What follows belongs to an exercise in optimizing a design on an open flow for small area; a production flow would make more cautious choices.
Function was checked by simulation only, so behaviour that the tests miss may differ from the original.

==> 03-12 <==
Design chervil_mixer, start of the top module:
module chervil_mixer (
    input  wire        clk,
    input  wire        rst,
    input  wire        tick,
    input  wire        wr_en,
    input  wire        rd_en,
    input  wire [6:0]  addr,
    input  wire [31:0] wr_data,
    output wire        ready,
    output wire [31:0] rd_data,
    output reg         out_valid,
    output wire [15:0] out_sample
);
export LEC_CHECK = 0
export ABC_AREA = 1
export CAP_MARGIN = 20
export CORE_MARGIN = 2
export CORE_UTILIZATION = 65
export CTS_CLUSTER_DIAMETER = 80
export CTS_CLUSTER_SIZE = 25
export SLEW_MARGIN = 20
export SYNTH_MEMORY_MAX_BITS = 16384
create_clock -name core_clock -period 50.0 [get_ports {clk}]
standard.sh (not shown) runs the stock make flow with config.mk's settings and CLKGATE_MAP_FILE= SYNTH_SCRIPT=/design/flow/synth_recipe.tcl, a recipe that flattens the netlist after the stock synthesis.
==> flow/flow/run.sh <==
#!/bin/bash
# Standard ORFS layout (the standard.sh) with these changes:
#  - synthesis maps the design's chervil_oai22 gate onto the o22ai cell
#    (cellmap.tcl/cellmap.v, run as ORFS's SYNTH_CANONICALIZE_TCL hook);
#  - an area-oriented ABC script replaces ORFS's abc_area.script
#    (flow/abc_area.script; flip-flops are mapped before ABC and untouched);
#  - clock tree synthesis without dummy loads;
#  - the port buffers that global placement inserts use buf_1.
# make's full output goes to run_make.log; ORFS writes each step's log
# under orfs/logs.
set -euo pipefail
W=$PWD
mkdir -p "$W/scripts_abc"
cp -r "$FLOW_HOME/scripts/." "$W/scripts_abc/"
cp "$W/flow/abc_area.script" "$W/scripts_abc/abc_area.script"
CTS="-sink_clustering_enable -repair_clock_nets -sink_clustering_size 25 -sink_clustering_max_diameter 80 -dont_use_dummy_load"
bash "$W/standard.sh" SCRIPTS_DIR="$W/scripts_abc" CTS_ARGS="$CTS" \
    SYNTH_CANONICALIZE_TCL="$W/flow/cellmap.tcl" \
    BUFFER_PORTS_ARGS="-buffer_cell sky130_fd_sc_hd__buf_1" finish > "$W/run_make.log" 2>&1
==> flow/flow/abc_area.script <==
strash
ifraig
&get -n
&st
&dch
&nf -a -R 20
&put
==> flow/flow/cellmap.tcl <==
# Sourced by ORFS's synthesis canonicalize step (SYNTH_CANONICALIZE_TCL):
# replace chervil_oai22 by its cell-level version in cellmap.v.
read_verilog -overwrite [file join [file dirname $::env(SYNTH_CANONICALIZE_TCL)] cellmap.v]
hierarchy -check -top $::env(DESIGN_NAME)
==> flow/flow/cellmap.v <==
// Maps the design's chervil_oai22 gate onto the library's o22ai cell, so
// that the ring's slot-to-slot write gate is one cell per bit.
module chervil_oai22 (
    input  wire a1, a2, b1, b2,
    output wire y
);
    sky130_fd_sc_hd__o22ai_1 u_cell (.A1(a1), .A2(a2), .B1(b1), .B2(b2), .Y(y));
endmodule

// The multiplier's full adder onto the library's full-adder cell.
module chervil_fa (
    input  wire a, b, ci,
    output wire s, co
);
    sky130_fd_sc_hd__fa_1 u_cell (.A(a), .B(b), .CIN(ci), .SUM(s), .COUT(co));
endmodule
==> 12-09: changes against 03-12 <==
==> flow/flow/run.sh (replaced) <==
#!/bin/bash
# Standard ORFS layout (the standard.sh) with these changes:
#  - synthesis maps the design's chervil_oai22 gate onto the o22ai cell
#    (cellmap.tcl/cellmap.v, run as ORFS's SYNTH_CANONICALIZE_TCL hook);
#  - an area-oriented ABC script replaces ORFS's abc_area.script
#    (flow/abc_area.script; flip-flops are mapped before ABC and untouched);
#  - clock tree synthesis without dummy loads;
#  - the port buffers that global placement inserts use buf_1;
#  - clock buffers are clkbuf_8 with sinks clustered 15 at a time.
# make's full output goes to run_make.log; ORFS writes each step's log
# under orfs/logs.
set -euo pipefail
W=$PWD
mkdir -p "$W/scripts_abc"
cp -r "$FLOW_HOME/scripts/." "$W/scripts_abc/"
cp "$W/flow/abc_area.script" "$W/scripts_abc/abc_area.script"
CTS="-sink_clustering_enable -repair_clock_nets -sink_clustering_size 15 -sink_clustering_max_diameter 60 -buf_list sky130_fd_sc_hd__clkbuf_8 -dont_use_dummy_load"
bash "$W/standard.sh" SCRIPTS_DIR="$W/scripts_abc" CTS_ARGS="$CTS" \
    SYNTH_CANONICALIZE_TCL="$W/flow/cellmap.tcl" \
    BUFFER_PORTS_ARGS="-buffer_cell sky130_fd_sc_hd__buf_1" finish > "$W/run_make.log" 2>&1
==> flow/flow/abc_area.script (replaced) <==
strash
ifraig
&get -n
&st
&deepsyn -T 120
&dch
&nf -a -R 20
&put
==> 06-02: changes against 03-12 <==
==> flow/flow/run.sh (replaced) <==
#!/bin/bash
# Standard ORFS layout (the standard.sh) with these changes:
#  - synthesis maps the design's chervil_oai22 gate onto the o22ai cell
#    (cellmap.tcl/cellmap.v, run as ORFS's SYNTH_CANONICALIZE_TCL hook);
#  - an area-oriented ABC script replaces ORFS's abc_area.script
#    (flow/abc_area.script; flip-flops are mapped before ABC and untouched);
#  - clock tree synthesis without dummy loads;
#  - the port buffers that global placement inserts use buf_1;
#  - clock buffers are clkbuf_8 with sinks clustered 15 at a time.
# make's full output goes to run_make.log; ORFS writes each step's log
# under orfs/logs.
set -euo pipefail
W=$PWD
mkdir -p "$W/scripts_abc"
cp -r "$FLOW_HOME/scripts/." "$W/scripts_abc/"
cp "$W/flow/abc_area.script" "$W/scripts_abc/abc_area.script"
CTS="-sink_clustering_enable -repair_clock_nets -sink_clustering_size 15 -sink_clustering_max_diameter 60 -buf_list sky130_fd_sc_hd__clkbuf_8 -dont_use_dummy_load"
bash "$W/standard.sh" SCRIPTS_DIR="$W/scripts_abc" CTS_ARGS="$CTS" \
    SYNTH_CANONICALIZE_TCL="$W/flow/cellmap.tcl" \
    BUFFER_PORTS_ARGS="-buffer_cell sky130_fd_sc_hd__buf_1" finish > "$W/run_make.log" 2>&1
==> flow/flow/abc_area.script (replaced) <==
strash
ifraig
&get -n
&st
&deepsyn -T 120
&dch
&nf -a -R 20
&put
Settings changed: PLACE_DENSITY set to 0.8.
==> results.txt <==
| item | 06-02 | 12-09 | 03-12 |
|---|---|---|---|
| Status | timing/DRC/antenna clean | timing/DRC/antenna clean | timing/DRC/antenna clean |
| Placer congestion estimate | 1.04 | 1.06 | 1.04 |
| Vias per inst | 7.72 | 7.80 | 7.48 |
| Synthesized Nets | 4925 | 4925 | 5071 |
| Data arrival time of the critical path | 21.14 ns | 21.20 ns | 21.58 ns |
| Routed wire length | 197 mm | 200 mm | 187 mm |
| Fillers | 5609 | 5699 | 5760 |
| Number of instances in the synthesized netlist | 4580 | 4580 | 4726 |
| Global-route track usage on met1 | 0.620 | 0.611 | 0.578 |
| Non-clock buffer share of cell area | 0.0228 | 0.0224 | 0.0228 |
| Synthesized-area fraction occupied by ao, oa, aoi and oai cells | 0.228 | 0.228 | 0.225 |
| Number of antenna violations at the first check in global routing | 17 | 25 | 12 |
| Area Growth Syn to Fin | 8.39% | 8.40% | 8.43% |
| CP max FO | 22 | 22 | 35 |
| Placed Cells | 5752 | 5756 | 5961 |
| CTS clock-pin slew for the worst setup and hold paths | 0.10 ns | 0.08 ns | 0.10 ns |
| Reg2Reg Setup Slack | 29.41 ns | 29.37 ns | 28.73 ns |
| R2R cell count | 56 | 56 | 57 |
| Total Routing Usage GR | 0.494 | 0.502 | 0.462 |

* * *

==> wip/violet <==
Another version of the RTL of chervil_mixer (not shown whole).
clock: 50.0 ns
lec_check: 0
abc_area: 1
cap_margin: 20
core_margin: 2
core_utilization: 60
cts_cluster_diameter: 80
cts_cluster_size: 25
slew_margin: 20
synth_memory_max_bits: 16384
run.sh (not shown) runs the stock make flow with config.mk's settings and CLKGATE_MAP_FILE= SYNTH_SCRIPT=/design/flow/synth_recipe.tcl, a recipe that flattens the netlist after the stock synthesis.
Stock flow here: none of the scripts above is used.
==> wip/indigo: changes against wip/violet <==
==> flow/flow/run.sh (new file) <==
#!/bin/bash
# Standard ORFS layout with two changes: an area-oriented ABC mapping script
# in place of ORFS's abc_area.script, and clock tree synthesis without
# dummy loads. Everything else is the standard flow.
set -euo pipefail
W=$PWD
mkdir -p "$W/scripts_abc"
cp -r "$FLOW_HOME/scripts/." "$W/scripts_abc/"
cp "$W/flow/abc_area.script" "$W/scripts_abc/abc_area.script"
CTS="-sink_clustering_enable -repair_clock_nets -sink_clustering_size 25 -sink_clustering_max_diameter 80 -dont_use_dummy_load"
bash "$W/standard.sh" SCRIPTS_DIR="$W/scripts_abc" CTS_ARGS="$CTS" finish > "$W/run_make.log" 2>&1
==> flow/flow/abc_area.script (new file) <==
strash
&get -n
&st
&dch
&nf -a -R 20
&put
==> flow/standard.sh (new file) <==
#!/bin/bash
# synth_recipe.tcl (not shown) runs the flow's synth.tcl, then flattens the netlist and writes it again
# the make line also repeats each setting of config.mk as NAME=value (left out here)
make -C /OpenROAD-flow-scripts/flow DESIGN_CONFIG=/design/flow/config.mk WORK_HOME=/design/flow/orfs CLKGATE_MAP_FILE= SYNTH_SCRIPT=/design/flow/synth_recipe.tcl "${@:-finish}"
removed: flow/run.sh
==> wip/juniper: changes against wip/violet <==
- CORE_UTILIZATION: 60 -> 40
- CTS_CLUSTER_DIAMETER: 80 -> default
- CTS_CLUSTER_SIZE: 25 -> default
==> wip/sierra: changes against wip/violet <==
==> flow/flow/run.sh (new file) <==
#!/bin/bash
# Standard ORFS layout (the standard.sh) with three changes:
#  - an area-oriented ABC mapping script replaces ORFS's abc_area.script
#    (flow/abc_area.script; flip-flops are mapped before ABC and untouched);
#  - clock tree synthesis without dummy loads;
#  - the port buffers that global placement inserts use buf_1.
# make's full output goes to run_make.log; ORFS writes each step's log
# under orfs/logs.
set -euo pipefail
W=$PWD
mkdir -p "$W/scripts_abc"
cp -r "$FLOW_HOME/scripts/." "$W/scripts_abc/"
cp "$W/flow/abc_area.script" "$W/scripts_abc/abc_area.script"
CTS="-sink_clustering_enable -repair_clock_nets -sink_clustering_size 35 -sink_clustering_max_diameter 60 -dont_use_dummy_load"
bash "$W/standard.sh" SCRIPTS_DIR="$W/scripts_abc" CTS_ARGS="$CTS" \
    BUFFER_PORTS_ARGS="-buffer_cell sky130_fd_sc_hd__buf_1" finish > "$W/run_make.log" 2>&1
==> flow/flow/abc_area.script (new file) <==
strash
ifraig
&get -n
&st
&dch
&nf -a -R 20
&put
==> flow/standard.sh (new file) <==
#!/bin/bash
# synth_recipe.tcl (not shown) runs the flow's synth.tcl, then flattens the netlist and writes it again
# the make line also repeats each setting of config.mk as NAME=value (left out here)
make -C /OpenROAD-flow-scripts/flow DESIGN_CONFIG=/design/flow/config.mk WORK_HOME=/design/flow/orfs CLKGATE_MAP_FILE= SYNTH_SCRIPT=/design/flow/synth_recipe.tcl "${@:-finish}"
- CORE_UTILIZATION: 60 -> 65
removed: flow/run.sh
==> results.txt <==
- Of wip/sierra and wip/indigo, wip/sierra has the higher register-to-register slack (gap 240 ps).
- Via count, highest first: wip/juniper, wip/violet, wip/sierra, wip/indigo.
- Of wip/indigo and wip/violet, wip/violet has the higher worst setup slack (gap 410 ps).
- Die area: wip/juniper > wip/violet > wip/indigo > wip/sierra.
- In sequential cell count, wip/violet and wip/sierra do not differ.
- Core utilization, highest first: wip/sierra, wip/indigo, wip/violet, wip/juniper.
- Non-clock buffer count: wip/sierra < wip/juniper < wip/violet < wip/indigo.
- Clock skew: wip/sierra > wip/indigo > wip/violet > wip/juniper.
- Critical path depth: wip/sierra is higher than wip/indigo (2).
- Cell area, highest first: wip/juniper, wip/violet, wip/indigo, wip/sierra.
==> figures <==
item	wip/indigo	wip/juniper	wip/violet	wip/sierra
Portion of the layout cell area used by non-clock buffers	0.0309	0.0276	0.0300	0.0203
Arr. time, crit path	22400 ps	22200 ps	22000 ps	22160 ps
Required time reported for the critical path endpoint	50380 ps	50480 ps	50390 ps	50390 ps
Last weighted congestion value of the routability-driven placer	1.01	0.960	1.01	0.964
Distinct cells, synth	64	61	61	59
Multi-input combinational cell area	25700 um2	25400 um2	25500 um2	25500 um2
Compound-gate portion of the synthesized area	0.211	0.181	0.181	0.213
Most numerous cell in the Yosys netlist	sky130_fd_sc_hd__dfxtp_1	sky130_fd_sc_hd__nand2_1	sky130_fd_sc_hd__nand2_1	sky130_fd_sc_hd__dfxtp_1
Max stage delay on crit path	760 ps	710 ps	590 ps	750 ps
Layout-stage area growth over the synthesis result	10.3%	12.8%	7.07%	9.34%
Clock network contribution to total cell area	0.0289	0.0708	0.0324	0.0337
Period utilisation layout	0.440	0.434	0.432	0.436
Maximum level of the CTS H-tree	3	4	3	3
Worst path setup slack after routing	27980 ps	28280 ps	28390 ps	28220 ps
Met2 Routed Length	77200 um	96300 um	84600 um	76700 um
Detailed-route via count	45900	50000	49800	46600
Placed cells	6909	8522	7899	6803
Status	complete, no violations	complete, no violations	complete, no violations	complete, no violations
Initial DRT Pass Iterations	10	7	9	15

-- re-timing with driven ports --
In the flow no input, the clock included, has a driving cell. The finished layouts below were timed again as built, in two steps. Step 1 assumes that a clkbuf_16 drives the clock port and a buf_2 every other input. Step 2 times the ports against the registers' clock, not the clock port: input delays grow and output delays shrink by t, the midpoint of the rising clock arrivals with the driver on. Three values: no drivers, after step 1, after step 2; two values: the first two.
| run | t (ns) | slack for setup (ns) | clock arrival spread, ns | worst register clock-pin slew, ns |
|---|---|---|---|---|
| 03-12 | 0.727 | 28.731 / 28.731 / 28.731 | 0.158 / 0.158 | 0.11 / 0.11 |
| 12-09 | 0.843 | 29.369 / 29.369 / 29.369 | 0.195 / 0.194 | 0.10 / 0.10 |
| 06-02 | 0.821 | 29.408 / 29.408 / 29.408 | 0.149 / 0.150 | 0.10 / 0.10 |
| wip/violet | 0.744 | 28.389 / 28.389 / 28.389 | 0.029 / 0.029 | 0.11 / 0.11 |
| wip/indigo | 0.711 | 27.984 / 27.984 / 27.984 | 0.077 / 0.078 | 0.10 / 0.10 |
| wip/juniper | 0.851 | 28.281 / 28.281 / 28.281 | 0.027 / 0.026 | 0.07 / 0.07 |
| wip/sierra | 0.705 | 28.221 / 28.221 / 28.221 | 0.118 / 0.119 | 0.12 / 0.12 |
After both steps every run listed still meets setup and hold.
